Context: an optimization exercise on an open-source flow, tuned for small area, a short achievable clock period and few clock cycles. The choices shown serve that exercise and are no tape-out recipe. At most, simulation tests tie the RTL to the original design; equivalence was not proved.

Setup of red:
## sha256_engine
module sha256_engine (
    input  wire         clk,
    input  wire         rst,           
    input  wire         blk_valid,
    output wire         blk_ready,
    input  wire         blk_first,     
    input  wire [511:0] blk_data,      
    output reg          dig_valid,
    output wire [255:0] digest         
);
Size: roughly 1100 flip-flops, ~770 I/O pins, about 54000 um2 of cells after synthesis.
export LEC_CHECK = 0
export CAP_MARGIN = 20
export CORE_MARGIN = 2
export CORE_UTILIZATION = 40
export CTS_CLUSTER_DIAMETER = 120
export CTS_CLUSTER_SIZE = 24
export PLACE_DENSITY = 0.6
export SLEW_MARGIN = 20
export SYNTH_HIERARCHICAL = 1
export SYNTH_MINIMUM_KEEP_SIZE = 0
create_clock -name core_clock -period 11.0 [get_ports {clk}]
standard.sh (not shown) runs the stock make flow with config.mk's settings and CLKGATE_MAP_FILE= SYNTH_SCRIPT=/design/flow/synth_recipe.tcl, a recipe that flattens the netlist after the stock synthesis.
==> flow/flow/run.sh <==
#!/bin/bash
# The standard layout (standard.sh), with timing repair asked to
# overfix setup by SETUP_SLACK_MARGIN ns; the clock and constraints are
# the design's. The make output goes to standard_flow.log, each ORFS step's
# log to orfs/logs.
set -euo pipefail
export SETUP_SLACK_MARGIN=6.5
# every port still gets a buffer, of the smallest buffer cell
export BUFFER_PORTS_ARGS="-buffer_cell sky130_fd_sc_hd__buf_1"
bash standard.sh > standard_flow.log 2>&1
Testbench counts of red, summed over its fixed seeds: cycles 12,504.
The following lists how blue was set up differently from red:
--- a/flow/design.v
+++ b/flow/design.v
@@ -26,13 +26,14 @@
         32'hC19BF174, 32'h9BDC06A7, 32'h80DEB1FE, 32'h72BE5D74,
         32'h550C7DC3, 32'h243185BE, 32'h12835B01, 32'hD807AA98,
         32'hAB1C5ED5, 32'h923F82A4, 32'h59F111F1, 32'h3956C25B,
         32'hE9B5DBA5, 32'hB5C0FBCF, 32'h71374491, 32'h428A2F98
     };
     reg  [5:0]  kaddr;
-    wire [31:0] k_cur = K_TAB[32*kaddr +: 32];
+    wire [31:0] k_rom = K_TAB[32*kaddr +: 32];
+    reg  [31:0] k_cur;
     reg  [5:0]  t;
     function [31:0] rotr(input [31:0] x, input integer n);
         rotr = (x >> n) | (x << (32 - n));
     endfunction
     function [31:0] big_sigma0(input [31:0] x);
         big_sigma0 = rotr(x, 2) ^ rotr(x, 13) ^ rotr(x, 22);
@@ -111,27 +112,18 @@
     wire [31:0] a_nxt;
     sha256_cpa32 u_cpa_a (.x(a3s), .y(a3c), .s(a_nxt));
     wire [31:0] e1s = csa_s(x, ch, d),     e1c = csa_c(x, ch, d);
     wire [31:0] e2s = csa_s(e1s, e1c, s1), e2c = csa_c(e1s, e1c, s1);
     wire [31:0] e_nxt;
     sha256_cpa32 u_cpa_e (.x(e2s), .y(e2c), .s(e_nxt));
-    reg [31:0] iv_a, iv_e;
-    always @(*) begin
-        if (ld) begin
-            iv_a = IV0; iv_e = IV4;
-        end else begin
-            case (t[1:0])
-                2'd1:    begin iv_a = IV3; iv_e = IV7; end
-                2'd2:    begin iv_a = IV2; iv_e = IV6; end
-                default: begin iv_a = IV1; iv_e = IV5; end
-            endcase
-        end
-    end
-    wire        base_iv = first_cur && ffg;
-    wire [31:0] base_a = base_iv ? iv_a : hc[3];
-    wire [31:0] base_e = base_iv ? iv_e : hc[7];
+    reg  [3:0]  ivs;
+    reg         biv;
+    wire [31:0] iv_a = ({32{ivs[0]}} & IV3) | ({32{ivs[1]}} & IV2) | ({32{ivs[2]}} & IV1) | ({32{ivs[3]}} & IV0);
+    wire [31:0] iv_e = ({32{ivs[0]}} & IV7) | ({32{ivs[1]}} & IV6) | ({32{ivs[2]}} & IV5) | ({32{ivs[3]}} & IV4);
+    wire [31:0] base_a = biv ? iv_a : hc[3];
+    wire [31:0] base_e = biv ? iv_e : hc[7];
     wire [31:0] sum_a, sum_e;
     sha256_cpa32 u_cpa_fa (.x(base_a), .y(ffg ? a : 32'd0), .s(sum_a));
     sha256_cpa32 u_cpa_fe (.x(base_e), .y(ffg ? e : 32'd0), .s(sum_e));
     wire [31:0] w_blk = blk_data[511 - 32*wsel -: 32];
     wire [31:0] ws1s = csa_s(small_sigma1(w[14]), w[9], small_sigma0(w[1]));
     wire [31:0] ws1c = csa_c(small_sigma1(w[14]), w[9], small_sigma0(w[1]));
@@ -183,15 +175,18 @@
                    || (n_run && (n_t == 6'd61 || n_t == 6'd62 || n_t == 6'd63));
             rdy <= n_run && (n_t == 6'd13);
             dig_valid <= ld && fin;
             if (ld && fin) h_iv <= 1'b0;
         end
         ffg     <= n_run || (n_ld && n_fin);
+        biv     <= (n_run || (n_ld && n_fin)) && ((ld && go) ? init_iv : first_cur);
+        ivs     <= {n_ld, n_run && n_t == 6'd63, n_run && n_t == 6'd62, n_run && n_t == 6'd61};
         use_sch <= n_run && (n_t >= 6'd14) && (n_t != 6'd63);
         wsel    <= n_fetch0 ? 4'd0 : n_ld ? 4'd1 : n_t[3:0] + 4'd2;
-        kaddr   <= n_ld ? 6'd0 : n_t + 6'd1;
+        kaddr   <= n_fetch0 ? 6'd0 : n_ld ? 6'd1 : n_t + 6'd2;
+        k_cur   <= k_rom;
         if (fetch0) init_iv <= init_nx;
         if (ld && go) first_cur <= init_iv;
     end
 endmodule
 module sha256_cpa32 (
     input  wire [31:0] x,
### Flow results
blue and red ended up with roughly the same synthesized cell count.
Compared with red, blue shows vias after detailed routing lower by about 1.4%.
Aggregate global-route resource usage up 1.1 points in blue wrt red
met1 track utilization from global routing ends up higher on blue.
Count of cell instances traversed by the critical path is higher on red
blue against red: worst setup slack went up 0.050 ns, routed wire length went up 2.4%, count of antenna diodes in the layout went up 3.
As of blue, cell count had fallen slightly compared to red.
Result: PASS for each of blue and red
Net count reported at finish sits lower in blue than in red.
Taking red as the reference, in blue design area went down by about 1.6%, CTS clock-pin slew for the worst setup and hold paths held steady.
Testbench counts of blue, summed over its fixed seeds: cycles 12,504.


Another version of the RTL of sha256_engine (not shown whole).
For scale: about 5100 cells after synthesis, roughly 1100 flip-flops, roughly 770 I/O pins, about 54000 um2 of cells after synthesis.
clock: 11.0 ns
lec_check: 0
cap_margin: 20
core_margin: 2
core_utilization: 40
cts_cluster_diameter: 120
cts_cluster_size: 24
place_density: 0.6
slew_margin: 20
synth_hierarchical: 1
synth_minimum_keep_size: 0
==> flow/flow/run.sh <==
#!/bin/bash
# The standard layout (standard.sh), with timing repair asked to
# overfix setup by SETUP_SLACK_MARGIN ns; the clock and constraints are
# the design's. The make output goes to standard_flow.log, each ORFS step's
# log to orfs/logs.
set -euo pipefail
export SETUP_SLACK_MARGIN=7
# every port still gets a buffer, of the smallest buffer cell
export BUFFER_PORTS_ARGS="-buffer_cell sky130_fd_sc_hd__buf_1"
bash standard.sh > standard_flow.log 2>&1
The starting point produced a clean layout.
Then changed:
--- a/flow/design.v
+++ b/flow/design.v
@@ -20,25 +20,26 @@
         32'h92722C85, 32'h81C2C92E, 32'h766A0ABB, 32'h650A7354,
         32'h53380D13, 32'h4D2C6DFC, 32'h2E1B2138, 32'h27B70A85,
         32'h14292967, 32'h06CA6351, 32'hD5A79147, 32'hC6E00BF3,
         32'hBF597FC7, 32'hB00327C8, 32'hA831C66D, 32'h983E5152,
         32'h76F988DA, 32'h5CB0A9DC, 32'h4A7484AA, 32'h2DE92C6F,
         32'h240CA1CC, 32'h0FC19DC6, 32'hEFBE4786, 32'hE49B69C1,
         32'hC19BF174, 32'h9BDC06A7, 32'h80DEB1FE, 32'h72BE5D74,
         32'h550C7DC3, 32'h243185BE, 32'h12835B01, 32'hD807AA98,
         32'hAB1C5ED5, 32'h923F82A4, 32'h59F111F1, 32'h3956C25B,
         32'hE9B5DBA5, 32'hB5C0FBCF, 32'h71374491, 32'h428A2F98
     };
     reg  [5:0]  kaddr;
-    wire [31:0] k_cur = K_TAB[32*kaddr +: 32];
+    wire [31:0] k_rom = K_TAB[32*kaddr +: 32];
+    reg  [31:0] k_cur;
     reg  [5:0]  t;
     function [31:0] rotr(input [31:0] x, input integer n);
         rotr = (x >> n) | (x << (32 - n));
     endfunction
     function [31:0] big_sigma0(input [31:0] x);
         big_sigma0 = rotr(x, 2) ^ rotr(x, 13) ^ rotr(x, 22);
     endfunction
     function [31:0] big_sigma1(input [31:0] x);
         big_sigma1 = rotr(x, 6) ^ rotr(x, 11) ^ rotr(x, 25);
     endfunction
     function [31:0] small_sigma0(input [31:0] x);
         small_sigma0 = rotr(x, 7) ^ rotr(x, 18) ^ (x >> 3);
@@ -172,25 +173,26 @@
             t <= n_t; fin <= n_fin; go <= n_go;
             rot <= (n_post != 3'd0) || n_ld
                    || (n_run && (n_t == 6'd61 || n_t == 6'd62 || n_t == 6'd63));
             rdy <= n_run && (n_t == 6'd13);
             dig_valid <= ld && fin;
             if (ld && fin) h_iv <= 1'b0;
         end
         ffg     <= n_run || (n_ld && n_fin);
         biv     <= (n_run || (n_ld && n_fin)) && ((ld && go) ? init_iv : first_cur);
         ivs     <= {n_ld, n_run && n_t == 6'd63, n_run && n_t == 6'd62, n_run && n_t == 6'd61};
         use_sch <= n_run && (n_t >= 6'd14) && (n_t != 6'd63);
         wsel    <= n_fetch0 ? 4'd0 : n_ld ? 4'd1 : n_t[3:0] + 4'd2;
-        kaddr   <= n_ld ? 6'd0 : n_t + 6'd1;
+        kaddr   <= n_fetch0 ? 6'd0 : n_ld ? 6'd1 : n_t + 6'd2;
+        k_cur   <= k_rom;
         if (fetch0) init_iv <= init_nx;
         if (ld && go) first_cur <= init_iv;
     end
 endmodule
 module sha256_cpa32 (
     input  wire [31:0] x,
     input  wire [31:0] y,
     output wire [31:0] s
 );
     wire [31:0] g0 = x & y;
     wire [31:0] p0 = x ^ y;
     wire g1 = g0[1] | (p0[1] & g0[0]);
After rerunning: Maximum frequency increases by about 3%. Final cell count goes down by 2.6%. Count of clock-buffer cells in the layout went down by 3. Sequential share of layout area rose by 2.3 points. Setup slack is better by 0.13 ns.
Testbench counts after the change, summed over its fixed seeds: cycles 12,504.
Function not checked in the first run of this note: the RTL went through the layout flow alone.

port drivers added, routing unchanged:
The flow's constraints put no driver on any port. The routed layouts listed below were extracted and timed again, unchanged, in two steps.
Step 1 sets driving cells, clkbuf_16 on the clock port and buf_2 on the other inputs (assumed; they add their load-dependent delay and slew).
Step 2 adds t to the input delays and takes it off the output delays; t is the mean of the earliest and latest rising clock arrival at the registers after step 1. Input paths then give back, and output paths get back, about the clock's delay inside the block.
Slacks: ideal / step 1 / step 2; pairs: ideal / step 1.
run	t (ns)	slack for setup (ns)	worst data-port slew with drivers (ns)
red	0.774	6.539 / 6.539 / 6.108	0.27
blue	0.740	6.589 / 6.589 / 6.375	0.28
the first run of note 2	0.744	6.709 / 6.709 / 6.311	0.25
the second run of note 2	0.768	6.837 / 6.837 / 6.510	0.29
After both steps every run listed still meets setup and hold. The setup slack of red, which loses most, moves by 0.000 ns with the drivers and by -0.431 ns with both steps.
